Background: an optimization exercise with open tools, aiming at small area. Do not read the settings as production practice. Function was checked by simulation only, so behaviour that the tests miss may differ from the original. The clock port is modelled as an ideal driver; clocking choices that lean on that would not hold on a real chip.

== rev 12 ==
// cfl_queue
module cfl_queue (
    input  wire        clk,
    input  wire        rst,           
    input  wire        in_valid,      
    input  wire [63:0] in_msg,        
    input  wire        pop,           
    input  wire        clr_drop,      
    output wire        head_valid,
    output wire [63:0] head_msg,
    output wire [6:0]  count,
    output wire [15:0] drop_count,
    output wire        queue_lost,
    output wire        sev_pending,
    output wire        rec_pending
);
Size: about 12000 cells after synthesis, ~4100 flip-flops, ~160 I/O pins.
==> module cfl_queue, before the edit <==
module cfl_queue (
    input  wire        clk,
    input  wire        rst,           
    input  wire        in_valid,      
    input  wire [63:0] in_msg,        
    input  wire        pop,           
    input  wire        clr_drop,      
    output wire        head_valid,
    output wire [63:0] head_msg,
    output wire [6:0]  count,
    output wire [15:0] drop_count,
    output wire        queue_lost,
    output wire        sev_pending,
    output wire        rec_pending
);
    localparam N    = 64;    
    localparam NGEN = 56;    
    reg [61:0]  d [0:N-1];    
    reg [1:0]   c [0:N-1];    
    reg [6:0]   cnt;
    reg [6:0]   n_not;        
    reg [6:0]   n_rec;        
    reg [15:0]  drops;
    reg         lost;
    integer i;
    reg [N:0] occ;            
    always @* begin
        for (i = 0; i <= N; i = i + 1)
            occ[i] = (i < cnt);
    end
    wire [N-1:0] hsel    = occ[N-1:0] & ~occ[N:1];    
    wire         pop_eff = pop & occ[0];
    wire [6:0]   pcnt    = cnt - {6'd0, pop_eff};
    wire [N-1:0] v1      = occ[N-1:0] & ~(hsel & {N{pop_eff}});    
    reg [N-1:0] isn, isr;
    always @* begin
        for (i = 0; i < N; i = i + 1) begin
            isn[i] = v1[i] & ~c[i][1] & ~c[i][0];
            isr[i] = v1[i] & ~c[i][1] &  c[i][0];
        end
    end
    wire pop_not = pop_eff & (hcls == 2'd0);
    wire pop_rec = pop_eff & (hcls == 2'd1);
    wire any_not = (n_not != {6'd0, pop_not});
    wire any_rec = (n_rec != {6'd0, pop_rec});
    wire [N-1:0] tgt = any_not ? isn : isr;
    reg  [N-1:0] to_old, to_new;
    reg          a1, a2;
    always @* begin
        a1 = 1'b0;
        for (i = N - 1; i >= 0; i = i - 1) begin
            a1        = a1 | tgt[i];
            to_old[i] = a1;
        end
        a2 = 1'b0;
        for (i = 0; i < N; i = i + 1) begin
            to_new[i] = ~a2;
            a2        = a2 | tgt[i];
        end
    end
    wire [1:0] in_cls   = in_msg[49:48];
    wire       in_sev   = in_cls[1];            
    wire       in_not   = (in_cls == 2'd0);
    wire       full_gen = (pcnt >= NGEN);
    wire       full_all = pcnt[6];
    wire       full     = in_sev ? full_all : full_gen;
    wire       rem_en   = in_valid & full & (any_not | (any_rec & ~in_not));
    wire       append   = in_valid & (~full | rem_en);
    wire       drop_inc = in_valid & full & (any_not | in_not);
    wire       lost_now = in_valid & full & ~any_not & ~in_not & (~in_sev | ~any_rec);
    wire       use_new  = ~any_not & ~in_sev;
    wire [N-1:0] to_top = {v1[N-2:0], 1'b1};    
    wire [N-1:0] sh = {N{append}} &
                      (rem_en ? (use_new ? to_new : to_old) : to_top);
    reg pol;
    always @(posedge clk)
        pol <= rst ? 1'b0 : ~pol;
    wire [61:0] in_p = {in_msg[63:50], in_msg[47:0]} ^ {62{pol}};
    wire [61:0] d_nxt [0:N-1];
    genvar gs, gb;
    generate
        for (gs = 0; gs < N; gs = gs + 1) begin : g_slot
            wire        nsh   = ~sh[gs];
            wire [61:0] below = (gs == 0) ? in_p : d[gs == 0 ? 0 : gs - 1];
            for (gb = 0; gb < 11; gb = gb + 1) begin : g_grp
                localparam W = (gb < 10) ? 6 : 2;
                cfl_queue_mux #(.W(W)) u_mux (
                    .sh   (sh[gs]),
                    .nsh  (nsh),
                    .below(below[6*gb+W-1:6*gb]),
                    .own  (d[gs][6*gb+W-1:6*gb]),
                    .nxt  (d_nxt[gs][6*gb+W-1:6*gb]));
            end
        end
    endgenerate
    always @(posedge clk)
        for (i = 0; i < N; i = i + 1)
            d[i] <= d_nxt[i];
    always @(posedge clk) begin
        if (sh[0])
            c[0] <= in_msg[49:48];
        for (i = 1; i < N; i = i + 1)
            if (sh[i])
                c[i] <= c[i - 1];
    end
    always @(posedge clk) begin
        if (rst) begin
            cnt   <= 7'd0;
            n_not <= 7'd0;
            n_rec <= 7'd0;
            drops <= 16'd0;
            lost  <= 1'b0;
        end else begin
            cnt  <= pcnt - {6'd0, rem_en} + {6'd0, append};
            n_not <= n_not - {6'd0, pop_not} - {6'd0, rem_en & any_not}
                           + {6'd0, append & in_not};
            n_rec <= n_rec - {6'd0, pop_rec} - {6'd0, rem_en & ~any_not}
                           + {6'd0, append & (in_cls == 2'd1)};
            lost <= lost_now;
            if (clr_drop)
                drops <= {15'd0, drop_inc};
            else if (drop_inc && drops != 16'hFFFF)
                drops <= drops + 16'd1;
        end
    end
    wire [63:0] hraw;
    genvar gr;
    generate
        for (gr = 0; gr < 8; gr = gr + 1) begin : g_rd
            wire [8*N-1:0] cols;
            for (gs = 0; gs < N; gs = gs + 1) begin : g_c
                if (gr < 7) begin : g_d
                    assign cols[8*gs+7:8*gs] = d[gs][8*gr+7:8*gr];
                end else begin : g_k
                    assign cols[8*gs+7:8*gs] = {c[gs], d[gs][61:56]};
                end
            end
            cfl_queue_rd u_rd (.sel(hsel), .cols(cols), .y(hraw[8*gr+7:8*gr]));
        end
    endgenerate
    wire [61:0] hsto = hraw[61:0];
    wire [1:0]  hcls = hraw[63:62];
    wire sev_any = (cnt != n_not + n_rec);
    wire rec_any = (n_rec != 7'd0);
    wire [61:0] hdat = hsto ^ {62{pol}};
    wire [63:0] hmsg = {hdat[61:48], hcls, hdat[47:0]};
    assign head_valid  = (cnt != 7'd0);
    assign head_msg    = hmsg;
    assign count       = cnt;
    assign drop_count  = drops;
    assign queue_lost  = lost;
    assign sev_pending = sev_any;
    assign rec_pending = rec_any;
endmodule
export LEC_CHECK = 0
export CAP_MARGIN = 20
export CORE_MARGIN = 2
export CORE_UTILIZATION = 60
export SLEW_MARGIN = 35
export SYNTH_HIERARCHICAL = 1
create_clock -name core_clock -period 12.0 [get_ports {clk}]
standard.sh (not shown) runs the stock make flow with config.mk's settings and CLKGATE_MAP_FILE= SYNTH_SCRIPT=/design/flow/synth_recipe.tcl, a recipe that flattens the netlist after the stock synthesis.
==> flow/flow/run.sh <==
#!/bin/bash
# The standard layout (standard.sh: ORFS synthesis to final), with three
# changes passed to ORFS through its own variables:
#  - the port buffers are the smallest buffer cell, sky130_fd_sc_hd__buf_1
#    (ORFS otherwise picks sky130_fd_sc_hd__clkdlybuf4s50_1);
#  - the buffers synthesis left are removed at floorplan, without the
#    floorplan-stage timing repair (ORFS REMOVE_ABC_BUFFERS);
#  - clock tree synthesis clusters up to 30 sinks within 80 um per leaf
#    buffer and inserts no dummy loads.
# The make output goes to flow.log in this folder; ORFS keeps each step's
# full log under orfs/logs/.
set -euo pipefail
cd "$(dirname "$0")/.."
export BUFFER_PORTS_ARGS="-buffer_cell sky130_fd_sc_hd__buf_1"
export REMOVE_ABC_BUFFERS=1
export CTS_ARGS="-sink_clustering_enable -repair_clock_nets -dont_use_dummy_load -sink_clustering_size 30 -sink_clustering_max_diameter 80"
bash standard.sh finish > flow.log 2>&1
Setup changes, rev 12 to rev 13
diff --git a/flow/design.v b/flow/design.v
--- a/flow/design.v
+++ b/flow/design.v
@@ -73,39 +73,46 @@
     wire [N-1:0] sh = {N{append}} &
                       (rem_en ? (use_new ? to_new : to_old) : to_top);
     reg pol;
     always @(posedge clk)
         pol <= rst ? 1'b0 : ~pol;
     wire [61:0] in_p = {in_msg[63:50], in_msg[47:0]} ^ {62{pol}};
+    wire [N-1:0] nsh = ~sh;
     wire [61:0] d_nxt [0:N-1];
     genvar gs, gb;
     generate
         for (gs = 0; gs < N; gs = gs + 1) begin : g_slot
-            wire        nsh   = ~sh[gs];
             wire [61:0] below = (gs == 0) ? in_p : d[gs == 0 ? 0 : gs - 1];
             for (gb = 0; gb < 11; gb = gb + 1) begin : g_grp
                 localparam W = (gb < 10) ? 6 : 2;
                 cfl_queue_mux #(.W(W)) u_mux (
                     .sh   (sh[gs]),
-                    .nsh  (nsh),
+                    .nsh  (nsh[gs]),
                     .below(below[6*gb+W-1:6*gb]),
                     .own  (d[gs][6*gb+W-1:6*gb]),
                     .nxt  (d_nxt[gs][6*gb+W-1:6*gb]));
             end
         end
     endgenerate
     always @(posedge clk)
         for (i = 0; i < N; i = i + 1)
             d[i] <= d_nxt[i];
-    always @(posedge clk) begin
-        if (sh[0])
-            c[0] <= in_msg[49:48];
-        for (i = 1; i < N; i = i + 1)
-            if (sh[i])
-                c[i] <= c[i - 1];
-    end
+    wire [1:0] c_nxt [0:N-1];
+    generate
+        for (gs = 0; gs < N; gs = gs + 1) begin : g_cls
+            cfl_queue_keep u_keep (
+                .sh   (sh[gs]),
+                .nsh  (nsh[gs]),
+                .below(gs == 0 ? in_msg[49:48] : c[gs == 0 ? 0 : gs - 1]),
+                .own  (c[gs]),
+                .nxt  (c_nxt[gs]));
+        end
+    endgenerate
+    always @(posedge clk)
+        for (i = 0; i < N; i = i + 1)
+            c[i] <= c_nxt[i];
     always @(posedge clk) begin
         if (rst) begin
             cnt   <= 7'd0;
             n_not <= 7'd0;
             n_rec <= 7'd0;
             drops <= 16'd0;
@@ -158,12 +165,21 @@
     input  wire [W-1:0] below,
     input  wire [W-1:0] own,
     output wire [W-1:0] nxt
 );
     assign nxt = ~(({W{sh}} | own) & ({W{nsh}} | below));
 endmodule
+module cfl_queue_keep (
+    input  wire       sh,
+    input  wire       nsh,    
+    input  wire [1:0] below,
+    input  wire [1:0] own,
+    output wire [1:0] nxt
+);
+    assign nxt = ({2{sh}} | own) & ({2{nsh}} | below);
+endmodule
 module cfl_queue_rd (
     input  wire [63:0]  sel,
     input  wire [511:0] cols,
     output wire [7:0]   y
 );
     wire [8*22-1:0] g_n;    
==> comparison <==
Having completed the whole flow, rev 13 delivered a layout that passed the timing, design-rule and antenna checks. Rev 13 vs rev 12: number of enable flip-flop cells after synthesis down. Largest incremental delay on the critical path ends up lower on rev 13. Sequential cell area in the final layout (rev 13 vs. rev 12) decreases slightly. Between rev 12 and rev 13, the difference in clock skew is negligible. Looking at routed wire length across rev 12 and rev 13, the one that comes out lower is rev 12. Rev 13 has hold slack below what rev 12 had. Rev 13 vs rev 12 — number of placed cells counting well taps rose about 0.7%. Rev 12 and rev 13 ended up with roughly the same die area. Diff rev 12 -> rev 13: met3 track utilization from global routing increased by 7.8 points relative to the old numbers, post-synthesis share of cell area spent on full adders, half adders and majority gates closely matched the old numbers, max-cap violation count closely matched the old numbers.

==> static timing again, ports no longer ideal <==
The flow's constraints put no driver on any port. The routed layouts listed below were extracted and timed again, unchanged, in two steps. Step 1: set_driving_cell puts a clkbuf_16 on clk and a buf_2 on each other input, an assumption about the parent block. Step 2 also shifts input and output timing later by t, the mid clock arrival at the registers, as if the neighbouring blocks saw the same clock. Three values: ideal ports, drivers, drivers and shift; two values: the first two.
| run | t (ns) | setup WS [ns] | slew at the worst register clock pin (ns) |
|---|---|---|---|
| rev 12 | 0.945 | 1.855 / 1.855 / 1.855 | 0.12 / 0.12 |
| rev 13 | 0.980 | 1.815 / 1.815 / 1.815 | 0.12 / 0.12 |
After both steps every run listed still meets setup and hold.
